Source: an optimization exercise on an open RTL-to-GDS flow (aim: small area, a short achievable clock period and few clock cycles per item). Production flows keep margins and buffers that such runs may drop. RTL that was checked went through simulation tests only; none was proved equivalent to the original.

== job 102 ==
==> flow/design.v <==
module sha256_engine (
    input  wire         clk,
    input  wire         rst,         
    input  wire         in_valid,
    output wire         in_ready,
    input  wire         in_first,    
    input  wire [511:0] in_block,
    output wire         out_valid,
    input  wire         out_ready,
    output wire [255:0] out_digest
);
  localparam [255:0] IV = 256'h6a09e667bb67ae853c6ef372a54ff53a510e527f9b05688c1f83d9ab5be0cd19;
  reg        run;          
  reg  [5:0] t;            
  reg        fin;          
  reg        fill_ok;      
  reg        cur_first;    
  reg        ov;           
  reg        spin;         
  reg  [5:0] rot;          
  reg        l61, l62, l63;   
  reg        first_r;      
  reg [31:0]  a, b, c, d, e, f, g, p;
  reg [255:0] hreg;        
  reg [511:0] w;           
  reg [31:0] k_n;
  always @(*) begin
    case (t)
      6'd0: k_n = 32'h71374491; 6'd1: k_n = 32'hb5c0fbcf;
      6'd2: k_n = 32'he9b5dba5; 6'd3: k_n = 32'h3956c25b;
      6'd4: k_n = 32'h59f111f1; 6'd5: k_n = 32'h923f82a4;
      6'd6: k_n = 32'hab1c5ed5; 6'd7: k_n = 32'hd807aa98;
      6'd8: k_n = 32'h12835b01; 6'd9: k_n = 32'h243185be;
      6'd10: k_n = 32'h550c7dc3; 6'd11: k_n = 32'h72be5d74;
      6'd12: k_n = 32'h80deb1fe; 6'd13: k_n = 32'h9bdc06a7;
      6'd14: k_n = 32'hc19bf174; 6'd15: k_n = 32'he49b69c1;
      6'd16: k_n = 32'hefbe4786; 6'd17: k_n = 32'h0fc19dc6;
      6'd18: k_n = 32'h240ca1cc; 6'd19: k_n = 32'h2de92c6f;
      6'd20: k_n = 32'h4a7484aa; 6'd21: k_n = 32'h5cb0a9dc;
      6'd22: k_n = 32'h76f988da; 6'd23: k_n = 32'h983e5152;
      6'd24: k_n = 32'ha831c66d; 6'd25: k_n = 32'hb00327c8;
      6'd26: k_n = 32'hbf597fc7; 6'd27: k_n = 32'hc6e00bf3;
      6'd28: k_n = 32'hd5a79147; 6'd29: k_n = 32'h06ca6351;
      6'd30: k_n = 32'h14292967; 6'd31: k_n = 32'h27b70a85;
      6'd32: k_n = 32'h2e1b2138; 6'd33: k_n = 32'h4d2c6dfc;
      6'd34: k_n = 32'h53380d13; 6'd35: k_n = 32'h650a7354;
      6'd36: k_n = 32'h766a0abb; 6'd37: k_n = 32'h81c2c92e;
      6'd38: k_n = 32'h92722c85; 6'd39: k_n = 32'ha2bfe8a1;
      6'd40: k_n = 32'ha81a664b; 6'd41: k_n = 32'hc24b8b70;
      6'd42: k_n = 32'hc76c51a3; 6'd43: k_n = 32'hd192e819;
      6'd44: k_n = 32'hd6990624; 6'd45: k_n = 32'hf40e3585;
      6'd46: k_n = 32'h106aa070; 6'd47: k_n = 32'h19a4c116;
      6'd48: k_n = 32'h1e376c08; 6'd49: k_n = 32'h2748774c;
      6'd50: k_n = 32'h34b0bcb5; 6'd51: k_n = 32'h391c0cb3;
      6'd52: k_n = 32'h4ed8aa4a; 6'd53: k_n = 32'h5b9cca4f;
      6'd54: k_n = 32'h682e6ff3; 6'd55: k_n = 32'h748f82ee;
      6'd56: k_n = 32'h78a5636f; 6'd57: k_n = 32'h84c87814;
      6'd58: k_n = 32'h8cc70208; 6'd59: k_n = 32'h90befffa;
      6'd60: k_n = 32'ha4506ceb; 6'd61: k_n = 32'hbef9a3f7;
      6'd62: k_n = 32'hc67178f2; default: k_n = 32'h428a2f98;
    endcase
  end
  function [31:0] rotr;
    input [31:0] x;
    input integer n;
    rotr = (x >> n) | (x << (32 - n));
  endfunction
  function [31:0] add_bk;
    input [31:0] x, y;
    reg   [31:0] gg, pp, hp;
    integer lv, i;
    begin
      gg = x & y;
      pp = x ^ y;
      hp = pp;
      for (lv = 0; lv < 5; lv = lv + 1)
        for (i = (2 << lv) - 1; i < 32; i = i + (2 << lv)) begin
          gg[i] = gg[i] | (pp[i] & gg[i - (1 << lv)]);
          pp[i] = pp[i] & pp[i - (1 << lv)];
        end
      for (lv = 3; lv >= 0; lv = lv - 1)
        for (i = (3 << lv) - 1; i < 32; i = i + (2 << lv)) begin
          gg[i] = gg[i] | (pp[i] & gg[i - (1 << lv)]);
          pp[i] = pp[i] & pp[i - (1 << lv)];
        end
      add_bk = hp ^ {gg[30:0], 1'b0};
    end
  endfunction
  function [31:0] maj3;
    input [31:0] x, y, z;
    maj3 = (x & y) | (x & z) | (y & z);
  endfunction
  wire f_fill = ~fin & (t[5:4] == 2'b11);         
  assign in_ready = fin & (~run | fill_ok);
  wire acc    = in_ready & in_valid;
  wire finish = fin & run;
  wire ov_nx  = finish | (ov & ~out_ready);
  reg [5:0] t_nx;
  reg       run_nx, fin_nx;
  always @(*) begin
    t_nx = t; run_nx = run; fin_nx = fin;
    if (fin) begin
      run_nx = acc;
      fin_nx = 1'b0;
      t_nx   = acc ? 6'd0 : 6'd48;
    end else if (spin) begin
    end else if (t == 6'd63) begin
      fin_nx = 1'b1;
    end else if (run | in_valid | (t != 6'd48)) begin
      t_nx = t + 6'd1;
    end
  end
  wire [31:0] big_s1 = rotr(e, 6) ^ rotr(e, 11) ^ rotr(e, 25);
  wire [31:0] ch     = (e & f) ^ (~e & g);
  wire [31:0] big_s0 = rotr(a, 2) ^ rotr(a, 13) ^ rotr(a, 22);
  wire [31:0] maj    = (a & b) ^ (a & c) ^ (b & c);
  wire [31:0] as0 = p ^ ch ^ maj;
  wire [31:0] ac0 = {maj3(p, ch, maj), 1'b0};
  wire [31:0] as1 = as0 ^ ac0 ^ big_s1;
  wire [31:0] ac1 = {maj3(as0, ac0, big_s1), 1'b0};
  wire [31:0] as2 = as1 ^ ac1 ^ big_s0;
  wire [31:0] ac2 = {maj3(as1, ac1, big_s0), 1'b0};
  wire [31:0] a_n = as2 + ac2;
  wire [31:0] es0 = d ^ p ^ ch;
  wire [31:0] ec0 = {maj3(d, p, ch), 1'b0};
  wire [31:0] es1 = es0 ^ ec0 ^ big_s1;
  wire [31:0] ec1 = {maj3(es0, ec0, big_s1), 1'b0};
  wire [31:0] e_n = es1 + ec1;
  wire [31:0] w0  = w[511:480];
  wire [31:0] w1  = w[479:448];
  wire [31:0] w9  = w[223:192];
  wire [31:0] w14 = w[63:32];
  wire [31:0] sm_s0 = rotr(w1, 7) ^ rotr(w1, 18) ^ (w1 >> 3);
  wire [31:0] sm_s1 = rotr(w14, 17) ^ rotr(w14, 19) ^ (w14 >> 10);
  wire [31:0] ws0 = w0 ^ sm_s0 ^ w9;
  wire [31:0] wc0 = {maj3(w0, sm_s0, w9), 1'b0};
  wire [31:0] ws1 = ws0 ^ wc0 ^ sm_s1;
  wire [31:0] wc1 = {maj3(ws0, wc0, sm_s1), 1'b0};
  wire [31:0] w_new = add_bk(ws1, wc1);
  wire [31:0] in_word = in_block[511 - 32*t[3:0] -: 32];
  wire        hstep  = ~spin & (l61 | l62 | l63 | fin);
  wire [31:0] iv_a   = l61 ? IV[159:128] : l62 ? IV[191:160] : l63 ? IV[223:192] : IV[255:224];
  wire [31:0] iv_e   = l61 ? IV[31:0]    : l62 ? IV[63:32]   : l63 ? IV[95:64]   : IV[127:96];
  wire        use_iv = run & cur_first;
  wire [31:0] lane_a = add_bk(use_iv ? iv_a : hreg[159:128], run ? a : 32'h0);
  wire [31:0] lane_e = add_bk(use_iv ? iv_e : hreg[31:0],    run ? e : 32'h0);
  wire [255:0] init = first_r ? IV :
                      {lane_a, hreg[255:160], lane_e, hreg[127:32]};
  wire [31:0] h_nx = fin ? init[31:0] : g;
  wire [31:0] ps0  = h_nx ^ k_n ^ w0;
  wire [31:0] pc0  = {maj3(h_nx, k_n, w0), 1'b0};
  wire [31:0] p_n  = add_bk(ps0, pc0);
  assign out_valid  = ov;
  assign out_digest = hreg;
  always @(posedge clk) begin
    if (rst) begin
      run    <= 1'b0;
      t      <= 6'd48;
      fin    <= 1'b0;
      fill_ok <= 1'b0;
      ov     <= 1'b0;
      spin   <= 1'b0;
      rot    <= 6'd0;
      l61    <= 1'b0;
      l62    <= 1'b0;
      l63    <= 1'b0;
    end else begin
      run    <= run_nx;
      t      <= t_nx;
      fin    <= fin_nx;
      ov     <= ov_nx;
      spin   <= ~fin_nx & (t_nx == 6'd61) & (ov_nx | (spin & (rot != 6'd47)));
      rot    <= spin ? ((rot == 6'd47) ? 6'd0 : rot + 6'd1) : 6'd0;
      if (run & ~fin & (t == 6'd48))
        fill_ok <= in_valid;
      l61    <= ~fin_nx & (t_nx == 6'd61);
      l62    <= ~fin_nx & (t_nx == 6'd62);
      l63    <= ~fin_nx & (t_nx == 6'd63);
    end
    if (f_fill)
      first_r <= in_first;
    if (hstep)
      hreg <= {lane_a, hreg[255:160], lane_e, hreg[127:32]};
    if (acc)
      cur_first <= first_r;
    if (spin) begin
      w <= {w[479:0], w0};
      {a, b, c, d} <= {d, a, b, c};
      {e, f, g} <= {g, e, f};
    end else begin
      w <= {w[479:0], f_fill ? in_word : w_new};
      if (in_ready) begin
        {a, b, c, d} <= init[255:128];
        {e, f, g} <= init[127:32];
      end else begin
        {a, b, c, d} <= {a_n, a, b, c};
        {e, f, g} <= {e_n, e, f};
      end
      p <= p_n;
    end
  end
endmodule
export LEC_CHECK = 0
export CAP_MARGIN = 20
export CORE_MARGIN = 2
export CORE_UTILIZATION = 40
export CTS_BUF_LIST = sky130_fd_sc_hd__clkbuf_8
export CTS_CLUSTER_SIZE = 30
export SETUP_SLACK_MARGIN = 5
export SLEW_MARGIN = 20
export TNS_END_PERCENT = 5
create_clock -name core_clock -period 10.0 [get_ports {clk}]
standard.sh (not shown) runs the stock make flow with config.mk's settings and CLKGATE_MAP_FILE= SYNTH_SCRIPT=/design/flow/synth_recipe.tcl, a recipe that flattens the netlist after the stock synthesis.
==> flow/flow/run.sh <==
#!/bin/bash
# Standard layout, with the smallest buffer on each port.
set -euo pipefail
bash standard.sh "BUFFER_PORTS_ARGS=-buffer_cell sky130_fd_sc_hd__buf_1" finish > standard_flow.log 2>&1
Testbench counts of job 102, summed over its fixed seeds: cycles 62,544, items 960.
Setup changes, job 102 to job 103
--- a/flow/design.v
+++ b/flow/design.v
@@ -121,10 +121,10 @@
   wire [31:0] as2 = as1 ^ ac1 ^ big_s0;
   wire [31:0] ac2 = {maj3(as1, ac1, big_s0), 1'b0};
-  wire [31:0] a_n = as2 + ac2;
+  wire [31:0] a_n = ~((~as2) + (~ac2) + 32'd1);
   wire [31:0] es0 = d ^ p ^ ch;
   wire [31:0] ec0 = {maj3(d, p, ch), 1'b0};
   wire [31:0] es1 = es0 ^ ec0 ^ big_s1;
   wire [31:0] ec1 = {maj3(es0, ec0, big_s1), 1'b0};
-  wire [31:0] e_n = es1 + ec1;
+  wire [31:0] e_n = ~((~es1) + (~ec1) + 32'd1);
   wire [31:0] w0  = w[511:480];
   wire [31:0] w1  = w[479:448];
Notes after the runs:
- Compare job 102 and job 103 | final period utilization higher: job 103
- Number of antenna repair diodes (job 103 over job 102): increase, 16
- The run showing the smaller buffers inserted during post-CTS setup optimization is job 102.
- Data arrival time of the worst path (higher): job 103
- Job 102 and job 103 ended up with nearly the same via total after detailed routing.
- Job 103 vs. job 102: met2 layer usage reported by global route picked up an extra 1.1 points; fraction of standard cell area that is sequential neither gained nor lost much; transition at the pin with the smallest max-transition slack picked up an extra 0.052 ns; overall routed net length picked up an extra 0.80%.
- For the final cell count, job 103 came in about 0.7% higher than job 102 did.
For job 103, only the layout was checked, not whether the RTL still works.

-- separate check: timing with driven ports --
In the flow no input, the clock included, has a driving cell. The finished layouts below were timed again as built, in two steps.
Step 1 sets driving cells, clkbuf_16 on the clock port and buf_2 on the other inputs (assumed; they add their load-dependent delay and slew).
Step 2 moves the port delays by t, midway between the first and last clock arrival at a register: inputs arrive t later, outputs are due t later. That takes back most of the time a late clock gives input paths.
Slacks: ideal / step 1 / step 2; pairs: ideal / step 1.
run	shift t [ns]	slack for setup (ns)	worst slew at a driven data input, ns
job 102	0.952	5.069 / 5.069 / 4.384	0.19
job 103	0.963	4.955 / 4.955 / 4.149	0.33
After both steps every run listed still meets setup and hold. The setup slack of job 103, which loses most, moves by 0.000 ns with the drivers and by -0.806 ns with both steps.
